Source: an optimization exercise on an open RTL-to-GDS flow (aim: small area, a short achievable clock period and few clock cycles per item). Production flows keep margins and buffers that such runs may drop.
Function was checked by simulation only, so behaviour that the tests miss may differ from the original.

===== flow/constraint.sdc =====
create_clock -name core_clock -period 26.0 [get_ports {clk}]
set_input_delay 5.2000 -clock core_clock [delete_from_list [all_inputs] [get_ports {clk}]]
set_output_delay 5.2000 -clock core_clock [all_outputs]
set_load 0.01 [all_outputs]

===== flow/config.mk =====
export PLATFORM = sky130hd
export DESIGN_NAME = cymal_xu
export DESIGN_NICKNAME = cymal_xu
export VERILOG_FILES = /design/flow/design.v
export SDC_FILE = /design/flow/constraint.sdc
export NUM_CORES = 4
export LEC_CHECK = 0
export CAP_MARGIN = 40
export CORE_MARGIN = 2
export CORE_UTILIZATION = 30
export PLACE_DENSITY = 0.45
export SLEW_MARGIN = 20

===== flow/run.sh =====
#!/bin/bash
# synth_recipe.tcl (not shown) runs the flow's synth.tcl, then flattens the netlist and writes it again
# the make line also repeats each setting of config.mk as NAME=value (left out here)
make -C /OpenROAD-flow-scripts/flow DESIGN_CONFIG=/design/flow/config.mk WORK_HOME=/design/flow/orfs CLKGATE_MAP_FILE= SYNTH_SCRIPT=/design/flow/synth_recipe.tcl finish

===== flow/design.v =====
module cymal_xu (
    input             clk,
    input             rst,
    input             in_valid,
    output            in_ready,
    input      [31:0] in_insn,
    input      [31:0] in_a,
    input      [31:0] in_b,
    input      [31:0] in_c,
    output reg        out_valid,
    output reg  [1:0] out_cause,
    output reg        out_wr0,
    output reg        out_wr1,
    output reg [31:0] out_data0,
    output reg [31:0] out_data1
);
    localparam C_OK      = 2'd0;
    localparam C_RSVD_OP = 2'd1;
    localparam C_RSVD_BT = 2'd2;
    localparam C_FOREIGN = 2'd3;
    localparam O_ADD   = 6'd0,  O_SUB   = 6'd1,  O_AND   = 6'd2,  O_OR    = 6'd3;
    localparam O_XOR   = 6'd4,  O_ANDN  = 6'd5,  O_SHL   = 6'd6,  O_SHR   = 6'd7;
    localparam O_SAR   = 6'd8,  O_ROL   = 6'd9,  O_ROR   = 6'd10, O_EQ    = 6'd11;
    localparam O_NE    = 6'd12, O_LT    = 6'd13, O_LTU   = 6'd14, O_LE    = 6'd15;
    localparam O_LEU   = 6'd16, O_MIN   = 6'd17, O_MAX   = 6'd18, O_MINU  = 6'd19;
    localparam O_MAXU  = 6'd20, O_MUL   = 6'd21, O_MULH  = 6'd22, O_MULHU = 6'd23;
    localparam O_DIVS  = 6'd24, O_DIVU  = 6'd25, O_CARRY = 6'd26, O_BORROW= 6'd27;
    localparam O_ADDS  = 6'd28, O_SUBS  = 6'd29;
    localparam O_NEG   = 6'd32, O_NOT   = 6'd33, O_ABS   = 6'd34, O_CLZ   = 6'd35;
    localparam O_CTZ   = 6'd36, O_POPC  = 6'd37, O_PAR   = 6'd38, O_BREV  = 6'd39;
    localparam O_BREV8 = 6'd40, O_BSWAP = 6'd41, O_SEXTB = 6'd42, O_SEXTH = 6'd43;
    localparam O_ZEXTH = 6'd44, O_CRC32B= 6'd48, O_CRC32W= 6'd49, O_CRC16B= 6'd50;
    localparam O_SEL   = 6'd56, O_MOVY  = 6'd57, O_BITT  = 6'd58, O_NOP   = 6'd59;
    reg         rdy;
    reg         s1_v;
    reg  [31:0] s1_i, s1_a, s1_b;
    reg         s1_cnz;
    reg         s1_mul;      
    reg         s1_mph;      
    assign in_ready = rdy;
    wire accept = in_valid & rdy;
    wire  [5:0] in_op  = in_insn[30:25];
    wire  [5:0] in_fn  = in_insn[5:0];
    wire in_is_mul = in_insn[31] ? (in_insn[14:10] == 5'h10)
                               : (in_op == 6'h0F ||
                                  (in_op == 6'h00 && in_fn[5:2] == 4'b0101 && in_fn[1:0] != 2'b00));
    wire        is_short = s1_i[31];
    wire  [5:0] op       = s1_i[30:25];
    wire  [5:0] fn       = s1_i[5:0];
    wire [14:0] imm15    = s1_i[14:0];
    wire [31:0] sx15     = {{17{imm15[14]}}, imm15};
    wire [31:0] zx15     = {17'd0, imm15};
    wire  [4:0] sop      = s1_i[14:10];
    wire  [4:0] f5       = s1_i[4:0];
    wire [31:0] sx5      = {{27{f5[4]}}, f5};
    wire [31:0] zx5      = {27'd0, f5};
    reg  [1:0] d_cause;
    reg  [5:0] d_op;
    reg        d_xb;         
    reg        d_x0;         
    reg        d_ya;         
    reg [31:0] d_y;
    always @* begin
        d_cause = C_OK;
        d_op    = O_NOP;
        d_xb    = 1'b0;
        d_x0    = 1'b0;
        d_ya    = 1'b0;
        d_y     = s1_b;
        if (is_short) begin
            case (sop)
                5'h00: begin d_op = O_NOP;  if (s1_i[9:0] != 10'd0) d_cause = C_RSVD_BT; end
                5'h01: d_op = O_MOVY;
                5'h02: d_op = O_ADD;
                5'h03: d_op = O_SUB;
                5'h04: d_op = O_AND;
                5'h05: d_op = O_OR;
                5'h06: d_op = O_XOR;
                5'h07: d_op = O_SHL;
                5'h08: d_op = O_SHR;
                5'h09: d_op = O_SAR;
                5'h0A: d_op = O_EQ;
                5'h0B: d_op = O_NE;
                5'h0C: d_op = O_LT;
                5'h0D: d_op = O_LTU;
                5'h0E: begin d_op = O_NEG;  d_x0 = 1'b1; end
                5'h0F: d_op = O_NOT;
                5'h10: d_op = O_MUL;
                5'h11: begin d_op = O_POPC; d_xb = 1'b1; end
                5'h12: begin d_op = O_PAR;  d_xb = 1'b1; end
                5'h14: begin d_op = O_MOVY; d_y = sx5; end
                5'h15: begin d_op = O_ADD;  d_y = sx5; end
                5'h16: begin d_op = O_SHL;  d_y = zx5; end
                5'h17: begin d_op = O_SHR;  d_y = zx5; end
                5'h18: begin d_op = O_SAR;  d_y = zx5; end
                5'h19: begin d_op = O_BITT; d_y = zx5; end
                5'h1A, 5'h1B, 5'h1C, 5'h1D: d_cause = C_FOREIGN;
                default: d_cause = C_RSVD_OP;
            endcase
        end else begin
            case (op)
                6'h00: begin
                    d_op = fn;
                    if (fn == O_NEG || fn == O_ABS) begin d_x0 = 1'b1; d_ya = 1'b1; end
                    if (fn == O_NOT) d_ya = 1'b1;
                    if ((fn >= 6'h1E && fn <= 6'h1F) || (fn >= 6'h2D && fn <= 6'h2F) || fn >= 6'h33)
                        d_cause = C_RSVD_OP;
                    else if (s1_i[9:6] != 4'd0)
                        d_cause = C_RSVD_BT;
                    else if (fn >= 6'h20 && fn <= 6'h2C && s1_i[14:10] != 5'd0)
                        d_cause = C_RSVD_BT;
                    else if ((fn == 6'h18 || fn == 6'h19) && s1_i[20])
                        d_cause = C_RSVD_BT;
                end
                6'h01: begin d_op = O_SEL; if (s1_i[4:0] != 5'd0) d_cause = C_RSVD_BT; end
                6'h03: begin d_op = O_MOVY; d_y = {s1_i[19:0], 12'd0}; end
                6'h04: begin d_op = O_ADD;  d_y = sx15; end
                6'h05: begin d_op = O_AND;  d_y = zx15; end
                6'h06: begin d_op = O_OR;   d_y = zx15; end
                6'h07: begin d_op = O_XOR;  d_y = zx15; end
                6'h08: begin d_op = O_EQ;   d_y = sx15; end
                6'h09: begin d_op = O_NE;   d_y = sx15; end
                6'h0A: begin d_op = O_LT;   d_y = sx15; end
                6'h0B: begin d_op = O_LTU;  d_y = sx15; end
                6'h0C: begin d_op = O_SHL;  d_y = zx15; if (imm15[14:8] != 7'd0) d_cause = C_RSVD_BT; end
                6'h0D: begin d_op = O_SHR;  d_y = zx15; if (imm15[14:8] != 7'd0) d_cause = C_RSVD_BT; end
                6'h0E: begin d_op = O_SAR;  d_y = zx15; if (imm15[14:8] != 7'd0) d_cause = C_RSVD_BT; end
                6'h0F: begin d_op = O_MUL;  d_y = sx15; end
                6'h02, 6'h10, 6'h11, 6'h12, 6'h13, 6'h14, 6'h15, 6'h16, 6'h17,
                6'h18, 6'h19, 6'h1A, 6'h1B, 6'h20, 6'h21, 6'h22, 6'h24, 6'h25, 6'h26:
                    d_cause = C_FOREIGN;
                default: d_cause = C_RSVD_OP;
            endcase
        end
    end
    wire d_ok  = (d_cause == C_OK);
    wire d_div = d_ok && (d_op == O_DIVS || d_op == O_DIVU);
    wire [31:0] x = d_x0 ? 32'd0 : (d_xb ? s1_b : s1_a);
    wire [31:0] y = d_ya ? s1_a : d_y;
    function [5:0] clz32(input [31:0] v);
        reg [15:0] v16;
        reg  [7:0] v8;
        reg  [3:0] v4;
        reg  [1:0] v2;
        begin
            if (v == 32'd0) clz32 = 6'd32;
            else begin
                clz32[5] = 1'b0;
                clz32[4] = (v[31:16] == 16'd0);
                v16      = clz32[4] ? v[15:0] : v[31:16];
                clz32[3] = (v16[15:8] == 8'd0);
                v8       = clz32[3] ? v16[7:0] : v16[15:8];
                clz32[2] = (v8[7:4] == 4'd0);
                v4       = clz32[2] ? v8[3:0] : v8[7:4];
                clz32[1] = (v4[3:2] == 2'd0);
                v2       = clz32[1] ? v4[1:0] : v4[3:2];
                clz32[0] = ~v2[1];
            end
        end
    endfunction
    function [31:0] crc32_byte(input [31:0] c_in, input [7:0] data);
        integer i;
        reg [31:0] c;
        begin
            c = c_in ^ {24'd0, data};
            for (i = 0; i < 8; i = i + 1)
                c = c[0] ? ((c >> 1) ^ 32'hEDB8_8320) : (c >> 1);
            crc32_byte = c;
        end
    endfunction
    function [15:0] crc16_byte(input [15:0] c_in, input [7:0] data);
        integer i;
        reg [15:0] c;
        begin
            c = c_in ^ {data, 8'd0};
            for (i = 0; i < 8; i = i + 1)
                c = c[15] ? ((c << 1) ^ 16'h1021) : (c << 1);
            crc16_byte = c;
        end
    endfunction
    function [31:0] rev32(input [31:0] v);
        integer i;
        begin
            for (i = 0; i < 32; i = i + 1) rev32[i] = v[31 - i];
        end
    endfunction
    wire op_sub = (d_op == O_SUB) || (d_op == O_NEG) || (d_op == O_ABS) ||
                  (d_op == O_SUBS) || (d_op >= O_EQ && d_op <= O_MAXU) ||
                  (d_op == O_BORROW);
    wire [31:0] yb   = y ^ {32{op_sub}};
    wire [32:0] sum  = {1'b0, x} + {1'b0, yb} + {32'd0, op_sub};
    wire        lt_u = ~sum[32];
    wire        lt_s = (x[31] ^ y[31]) ? x[31] : sum[31];
    wire        eq   = (x == y);
    wire        ovf  = (x[31] == yb[31]) && (sum[31] != x[31]);
    reg [31:0] add_r;
    always @* begin
        if ((d_op == O_ADDS || d_op == O_SUBS) && ovf)
            add_r = x[31] ? 32'h8000_0000 : 32'h7FFF_FFFF;
        else if (d_op == O_ABS && !y[31])
            add_r = y;
        else
            add_r = sum[31:0];
    end
    reg flag;
    always @* begin
        case (d_op)
            O_EQ:     flag = eq;
            O_NE:     flag = ~eq;
            O_LT:     flag = lt_s;
            O_LTU:    flag = lt_u;
            O_LE:     flag = lt_s | eq;
            O_LEU:    flag = lt_u | eq;
            O_CARRY:  flag = sum[32];
            default:  flag = lt_u;   
        endcase
    end
    reg [3:0] tt;
    always @* begin
        case (d_op)
            O_AND:  tt = 4'b1000;
            O_OR:   tt = 4'b1110;
            O_XOR:  tt = 4'b0110;
            O_ANDN: tt = 4'b0100;
            O_NOT:  tt = 4'b0101;
            O_SEL:  tt = s1_cnz ? 4'b1100 : 4'b1010;
            O_MIN:  tt = lt_s ? 4'b1100 : 4'b1010;
            O_MAX:  tt = lt_s ? 4'b1010 : 4'b1100;
            O_MINU: tt = lt_u ? 4'b1100 : 4'b1010;
            O_MAXU: tt = lt_u ? 4'b1010 : 4'b1100;
            default: tt = 4'b1010;   
        endcase
    end
    wire [31:0] log_r = ({32{tt[3]}} &  x &  y) | ({32{tt[2]}} &  x & ~y) |
                        ({32{tt[1]}} & ~x &  y) | ({32{tt[0]}} & ~x & ~y);
    wire sh_left = (d_op == O_SHL) || (d_op == O_ROL);
    wire sh_rot  = (d_op == O_ROL) || (d_op == O_ROR);
    wire sh_ar   = (d_op == O_SAR);
    wire [62:0] sh_w = sh_left ? {x, (sh_rot ? x[31:1] : 31'd0)}
                               : {(sh_rot ? x[30:0] : {31{sh_ar & x[31]}}), x};
    wire  [4:0] sh_k = sh_left ? ~y[4:0] : y[4:0];
    wire [62:0] sh_o = sh_w >> sh_k;
    wire        sh_big = ~sh_rot && (y[7:5] != 3'd0);
    wire [31:0] sh_r = sh_big ? {32{sh_ar & x[31]}} : sh_o[31:0];
    wire [31:0] xr   = rev32(x);
    wire  [5:0] clz_r = clz32(d_op == O_CTZ ? xr : x);
    reg   [5:0] pop_r;
    integer k;
    always @* begin
        pop_r = 6'd0;
        for (k = 0; k < 32; k = k + 1) pop_r = pop_r + {5'd0, x[k]};
    end
    reg [31:0] perm_r;
    always @* begin
        case (d_op)
            O_BREV:  perm_r = xr;
            O_BREV8: perm_r = {xr[7:0], xr[15:8], xr[23:16], xr[31:24]};
            O_BSWAP: perm_r = {x[7:0], x[15:8], x[23:16], x[31:24]};
            O_SEXTB: perm_r = {{24{x[7]}}, x[7:0]};
            O_SEXTH: perm_r = {{16{x[15]}}, x[15:0]};
            default: perm_r = {16'd0, x[15:0]};
        endcase
    end
    wire [31:0] crc1 = crc32_byte(x, y[7:0]);
    reg  [31:0] crc_r;
    always @* begin
        case (d_op)
            O_CRC32B: crc_r = crc1;
            O_CRC32W: crc_r = crc32_byte(crc32_byte(crc32_byte(crc1, y[15:8]), y[23:16]), y[31:24]);
            default:  crc_r = {16'd0, crc16_byte(x[15:0], y[7:0])};
        endcase
    end
    wire        m_sgn = (d_op == O_MULH);
    wire [32:0] ma    = {m_sgn & x[31], x};
    wire [33:0] mb    = {{2{m_sgn & y[31]}}, y};
    wire        mpass = s1_mph;
    reg  [48:0] p1;      
    wire [34:0] mbx = {mb, 1'b0};
    reg  [314:0] pp;
    reg    [8:0] pneg;
    reg    [2:0] trip;
    integer j;
    always @* begin
        for (j = 0; j < 9; j = j + 1) begin
            if (mpass)
                trip = mbx[16 + 2*j +: 3];
            else if (j == 8)
                trip = 3'b000;
            else
                trip = mbx[2*j +: 3];
            case (trip)
                3'b001, 3'b010: begin pp[35*j +: 35] = {~ma[32], ma[32], ma};  pneg[j] = 1'b0; end
                3'b011:         begin pp[35*j +: 35] = {~ma[32], ma, 1'b0};    pneg[j] = 1'b0; end
                3'b100:         begin pp[35*j +: 35] = {ma[32], ~ma, 1'b1};    pneg[j] = 1'b1; end
                3'b101, 3'b110: begin pp[35*j +: 35] = {ma[32], ~ma[32], ~ma}; pneg[j] = 1'b1; end
                default:        begin pp[35*j +: 35] = {1'b1, 34'd0};          pneg[j] = 1'b0; end
            endcase
        end
    end
    localparam [49:0] M_CORR = 50'h3_FFFF_FFFF_FFFF & (
        ~(50'h4_0000_0000 + 50'h10_0000_0000 + 50'h40_0000_0000 + 50'h100_0000_0000 +
          50'h400_0000_0000 + 50'h1000_0000_0000 + 50'h4000_0000_0000 + 50'h1_0000_0000_0000 +
          50'h4_0000_0000_0000) + 50'd1);
    wire [49:0] macc_in = mpass ? {{17{p1[48]}}, p1[48:16]} : 50'd0;
    wire [49:0] mres = {15'd0, pp[34:0]} + {13'd0, pp[69:35], 2'd0} + {11'd0, pp[104:70], 4'd0} +
                       {9'd0, pp[139:105], 6'd0} + {7'd0, pp[174:140], 8'd0} + {5'd0, pp[209:175], 10'd0} +
                       {3'd0, pp[244:210], 12'd0} + {1'd0, pp[279:245], 14'd0} + {pp[313:280], 16'd0} +
                       {33'd0, pneg[8], 1'b0, pneg[7], 1'b0, pneg[6], 1'b0, pneg[5], 1'b0,
                        pneg[4], 1'b0, pneg[3], 1'b0, pneg[2], 1'b0, pneg[1], 1'b0, pneg[0]} +
                       macc_in + M_CORR;
    wire [31:0] mul_r = (d_op == O_MUL) ? {mres[15:0], p1[15:0]} : mres[47:16];
    reg [31:0] alu_r;
    always @* begin
        case (d_op)
            O_ADD, O_SUB, O_NEG, O_ABS, O_ADDS, O_SUBS:
                alu_r = add_r;
            O_EQ, O_NE, O_LT, O_LTU, O_LE, O_LEU, O_CARRY, O_BORROW:
                alu_r = {31'd0, flag};
            O_SHL, O_SHR, O_SAR, O_ROL, O_ROR:
                alu_r = sh_r;
            O_BITT:
                alu_r = {31'd0, sh_o[0]};
            O_CLZ, O_CTZ:
                alu_r = {26'd0, clz_r};
            O_POPC:
                alu_r = {26'd0, pop_r};
            O_PAR:
                alu_r = {31'd0, pop_r[0]};
            O_BREV, O_BREV8, O_BSWAP, O_SEXTB, O_SEXTH, O_ZEXTH:
                alu_r = perm_r;
            O_CRC32B, O_CRC32W, O_CRC16B:
                alu_r = crc_r;
            O_MUL, O_MULH, O_MULHU:
                alu_r = mul_r;
            default:
                alu_r = log_r;
        endcase
    end
    reg         busy;
    reg   [4:0] dv_cnt;
    reg  [31:0] dv_d;
    reg         dv_negq, dv_negr;
    wire        dv_sgn = (d_op == O_DIVS);
    wire        xa_neg = dv_sgn & x[31];
    wire        yb_neg = dv_sgn & y[31];
    wire [31:0] x_mag  = xa_neg ? (32'd0 - x) : x;
    wire [31:0] y_mag  = yb_neg ? (32'd0 - y) : y;
    wire  [5:0] clzx   = clz32(x_mag);
    wire  [5:0] clzy   = clz32(y_mag);
    wire  [6:0] dv_s   = {1'b0, clzy} - {1'b0, clzx};
    wire        dv_none = (y == 32'd0) || dv_s[6];      
    wire [31:0] d_init = y_mag << dv_s[4:0];
    wire [32:0] r_try  = {1'b0, out_data1} - {1'b0, dv_d};
    wire        r_fits = ~r_try[32];
    wire [31:0] r_next = r_fits ? r_try[31:0] : out_data1;
    wire [31:0] q_next = {out_data0[30:0], r_fits};
    wire        dv_last = (dv_cnt == 5'd0);
    wire ex_go   = s1_v && !busy && (!s1_mul || s1_mph);
    wire ex_div  = ex_go && d_div;
    wire m_first = s1_v && s1_mul && !s1_mph;
    wire busy_n  = ex_div ? !dv_none : (busy && !dv_last);
    wire s1_free = !s1_v || ex_go;
    always @(posedge clk) begin
        if (m_first) p1 <= mres[48:0];
    end
    always @(posedge clk) begin
        if (rst) begin
            rdy       <= 1'b1;
            s1_v      <= 1'b0;
            s1_mph    <= 1'b0;
            busy      <= 1'b0;
            out_valid <= 1'b0;
        end else begin
            if (accept) begin
                s1_v   <= 1'b1;
                s1_i   <= in_insn;
                s1_a   <= in_a;
                s1_b   <= in_b;
                s1_cnz <= (in_c != 32'd0);
                s1_mul <= in_is_mul;
                s1_mph <= 1'b0;
            end else if (ex_go) begin
                s1_v   <= 1'b0;
            end else if (m_first) begin
                s1_mph <= 1'b1;
            end
            rdy <= accept ? !(busy_n || in_is_mul) : (s1_free || !busy_n);
            busy      <= busy_n;
            out_valid <= 1'b0;
            if (busy) begin
                dv_cnt    <= dv_cnt - 5'd1;
                dv_d      <= {1'b0, dv_d[31:1]};
                if (dv_last) begin
                    out_valid <= 1'b1;
                    out_cause <= C_OK;
                    out_wr0   <= 1'b1;
                    out_wr1   <= 1'b1;
                    out_data0 <= dv_negq ? (32'd0 - q_next) : q_next;
                    out_data1 <= dv_negr ? (32'd0 - r_next) : r_next;
                end else begin
                    out_data0 <= q_next;
                    out_data1 <= r_next;
                end
            end else if (ex_div) begin
                if (dv_none) begin
                    out_valid <= 1'b1;
                    out_cause <= C_OK;
                    out_wr0   <= 1'b1;
                    out_wr1   <= 1'b1;
                    out_data0 <= (y == 32'd0) ? 32'hFFFF_FFFF : 32'd0;
                    out_data1 <= x;
                end else begin
                    out_data0 <= 32'd0;
                    out_data1 <= x_mag;
                    dv_d      <= d_init;
                    dv_cnt    <= dv_s[4:0];
                    dv_negq   <= xa_neg ^ yb_neg;
                    dv_negr   <= xa_neg;
                end
            end else if (ex_go) begin
                out_valid <= 1'b1;
                out_cause <= d_cause;
                out_wr0   <= d_ok && (d_op != O_NOP);
                out_wr1   <= 1'b0;
                out_data0 <= alu_r;
            end
        end
    end
endmodule

==> summary.txt <==
-- metrics by stage --
step	hold slack (ns)	cells	util (%)
2_1_floorplan	0.454	6872	-
3_3_place_gp	0.452	9114	33.1
3_5_place_dp	0.458	9162	33.3
4_1_cts	0.468	9225	34.0
5_1_grt	0.500	9240	34.1
6_report	0.458	9247	34.1
-- placed cells by master, fill, tap and decap left out, types with 127 or more instances in the layout --
cell             instances
o221ai_1               127
nand2_1                628
mux2i_1                176
inv_1                  397
fa_1                   300
ha_1                   209
nor3_1                 146
xnor2_1                627
nor2_1                 522
o21ai_0                460
edfxtp_1               250
a21oi_1                498
clkdlybuf4s50_1        196
buf_4                  316
-- worst paths after layout --
check                               from       endpoint  slack (ns)  depth (start not counted)
worst min register to register       rdy         s1_mph        0.46                          1
worst min-delay path                 rdy         s1_mph        0.46                          1
worst max register to register  s1_i[25]  out_data0[30]       12.59                         38
worst max-delay path            s1_i[25]  out_data0[30]       12.59                         38
-- cells by family after synthesis --
kind of cell               synth area share (%)
muxes                                      4.92
AOI/OAI and AO/OA                          26.4
and+or+nand+nor                            16.4
buffers and inverters                      7.39
DFF                                        14.2
xor gates and xnor gates                   14.7
other                                   0.00699
adders and majority gates                  16.1
-- area by class of cell --
| type | instances | share of cell area [%] |
|---|---|---|
| diodes | 7 | 0.0289 |
| clock buffers | 40 | 1.51 |
| clock inverters | 23 | 0.588 |
| inverters | 424 | 2.62 |
| multi-input cells | 5592 | 70.1 |
| flip-flops and latches | 255 | 12.5 |
| well taps | 2355 | 4.85 |
| repair buffers | 551 | 7.77 |
-- routing by layer --
layer,vias up,global-route usage [%],share of wire (%)
met4,12,18.0,6.5
met2,3594,45.8,40
met5,-,0.661,0.079
li1,24800,-,-
met3,750,10.4,12
met1,28400,43.9,42
-- flip-flops by register name, summed over array words and instances, names as in the netlist --
signal,count
p1,49
s1_v,1
s1_cnz,1
out_wr0,1
out_data0,32
out_data1,32
s1_i,28
dv_negr,1
s1_a,32
dv_cnt,5
s1_mul,1
s1_b,32
dv_negq,1
dv_d,32
busy,1
s1_mph,1
rdy,1
out_valid,1
out_wr1,1
out_cause,2
==> parameters.txt <==
Parameter                              Value

Status
  Outcome    complete, no violations

Final layout
  Multi-input gate area    0.0425 mm²
  Filler Cells Inserted    19.0k
  Fraction of final layout cells with drive strength greater than 1    9.89%
  Footprint of the flip-flops and latches    0.00761 mm²
  Final layout net count    7,500
  Finished layout cell area    just over 0.06 mm²
  Layout overhead on the synthesized area    13.2%

Timing
  Tcrit/Tclk final    51.6%
  Worst setup margin    roughly 13 ns
  Setup Skew    0.0312 ns
  Sum of negative setup slack    0 ns
  Slew Viols, Final    0
  Maximum achievable frequency    0.0746 GHz
  Time the worst path needs with I/O delays and setup    13.41 ns
  Number of endpoints failing setup at the final stage    0
  Relative max-transition margin    22.2%
  Measured slew at the worst slew-check pin    1.17 ns
  RSZ-0062 raised after global routing    false
  Final number of hold-violating endpoints    0

Die
  Std-Cell Rows    155
  Total die area    0.182 mm²
  X dimension of the die    between 400 and 500 µm
  Core Area    roughly 0.18 mm²
  Height of the die    427 µm
  Starting density of the core    30.1%
  I/O pin count    201

Logic synthesis
  Ranking of synthesized cells by instance count    xnor2_1, nand2_1, nor2_1, a21oi_1, clkbuf_1
  Mapped cell area    0.0536 mm²
  Post-Synthesis Net Count    ~7.5k
  Top-count cell post-synth    xnor2_1
  Mean instance size in the synthesized netlist    about 7.8 µm²
  Area leader, netlist    edfxtp_1
  Most used flip-flop cell after synthesis    edfxtp_1
  Cell count after synthesis    6,872
  Cell types with the largest area share after synthesis    edfxtp_1, fa_1, xnor2_1
  Area share of the leading cell type in the synthesized netlist    14.0%
  Number of enable flip-flop cells after synthesis    250
  Proportion of synthesized chip area in sequential cells    14.2%
  Post-synth ARST share    0%
  Yosys reg bits    255
  YS warnings    2
  Synth unique cells    113

Detailed routing
  # DRC    0
  Number of optimization iterations in the first detailed-route pass    9
  Count of routing violations after the opening detailed-route iteration    7,881
  Antenna Violating Nets Remaining    0
  Routed wirelength normalized by instance count    between 30 and 40 µm
  DR vias/cell    ~6.2
  Via Count    ~58k
  Total routed wirelength    307,000 µm

Setup path
  Endpoint required time on the critical path    26.33 ns
  Endpoint arrival time on the critical path    13.74 ns
  Worst Path Buf+Inv    8
  Cell with the largest stage delay on the worst path    a221oi_1
  Max Fanout on Critical Path    43
  Critical Path Most Common Cell    buf_4
  Startpoint class of the critical path    flip-flop
  Stage delay of the slowest cell on the critical path    1.05 ns
  CP top delay family    compound AO/OA/AOI/OAI gates
  Capturing element type of the critical path    flip-flop
  Critical setup path kind    reg -> reg

Clock network
  CTS resizes    0
  Number of sinks handled by clock tree synthesis    255
  Post-CTS Hold Fix Bufs    0
  Number of clock buffers inserted by TritonCTS    36
  Clk Latency, worst-skew pair    0.63 ns
  Clock root buffer    clkbuf_16
  CTS tree    built
  Post-CTS setup repair buffer count    0
  Maximum clock path buffer count    3
  H-tree lvl count    2
  Clock edge transition at the registers on the reported setup and hold paths    0.06 ns

Placed design
  Number of port buffers    196
  Setup slack at placement    12.85 ns
  Dpl cell area    0.0593 mm²
  Last weighted congestion value of the routability-driven placer    1.06
  Detailed placement HPWL    230,000 µm

GRT
  Largest net degree at the start of global routing    between 70 and 80
  Number of antenna violations at the first check in global routing    23
  Global-route wire length before repair    about 420,000 µm
  Vias in the first global route    ~54k
  Total GRT Usage    32.6%
  Gr ovfl total    0

Flow run
  Max-cap violations    0

Hold path
  Worst hold-check path type    reg -> reg
Testbench counts, summed over its fixed seeds: cycles 98,303, insns 80,000.

-- static timing again, ports no longer ideal --
How much do the figures lean on ideal ports? The routed layout below was timed once more, with nothing changed but the port constraints.
Step 1 sets driving cells, clkbuf_16 on the clock port and buf_2 on the other inputs (assumed; they add their load-dependent delay and slew).
Step 2, shift: input delay + t, output delay - t, t = (earliest + latest rising clock arrival at the registers) / 2. This alone moves slack from input paths to output paths.
Slacks: ideal / step 1 / step 2; pairs: ideal / step 1.
shift t [ns]: 0.695
slack for setup (ns): 12.588 / 12.588 / 12.588
worst hold slack (ns): 0.458 / 0.458 / 0.458
worst register clock-pin slew, ns: 0.07 / 0.07
After both steps setup and hold are still met in this run. For this run, drivers alone change the setup slack by 0.000 ns; drivers and shift together by 0.000 ns.
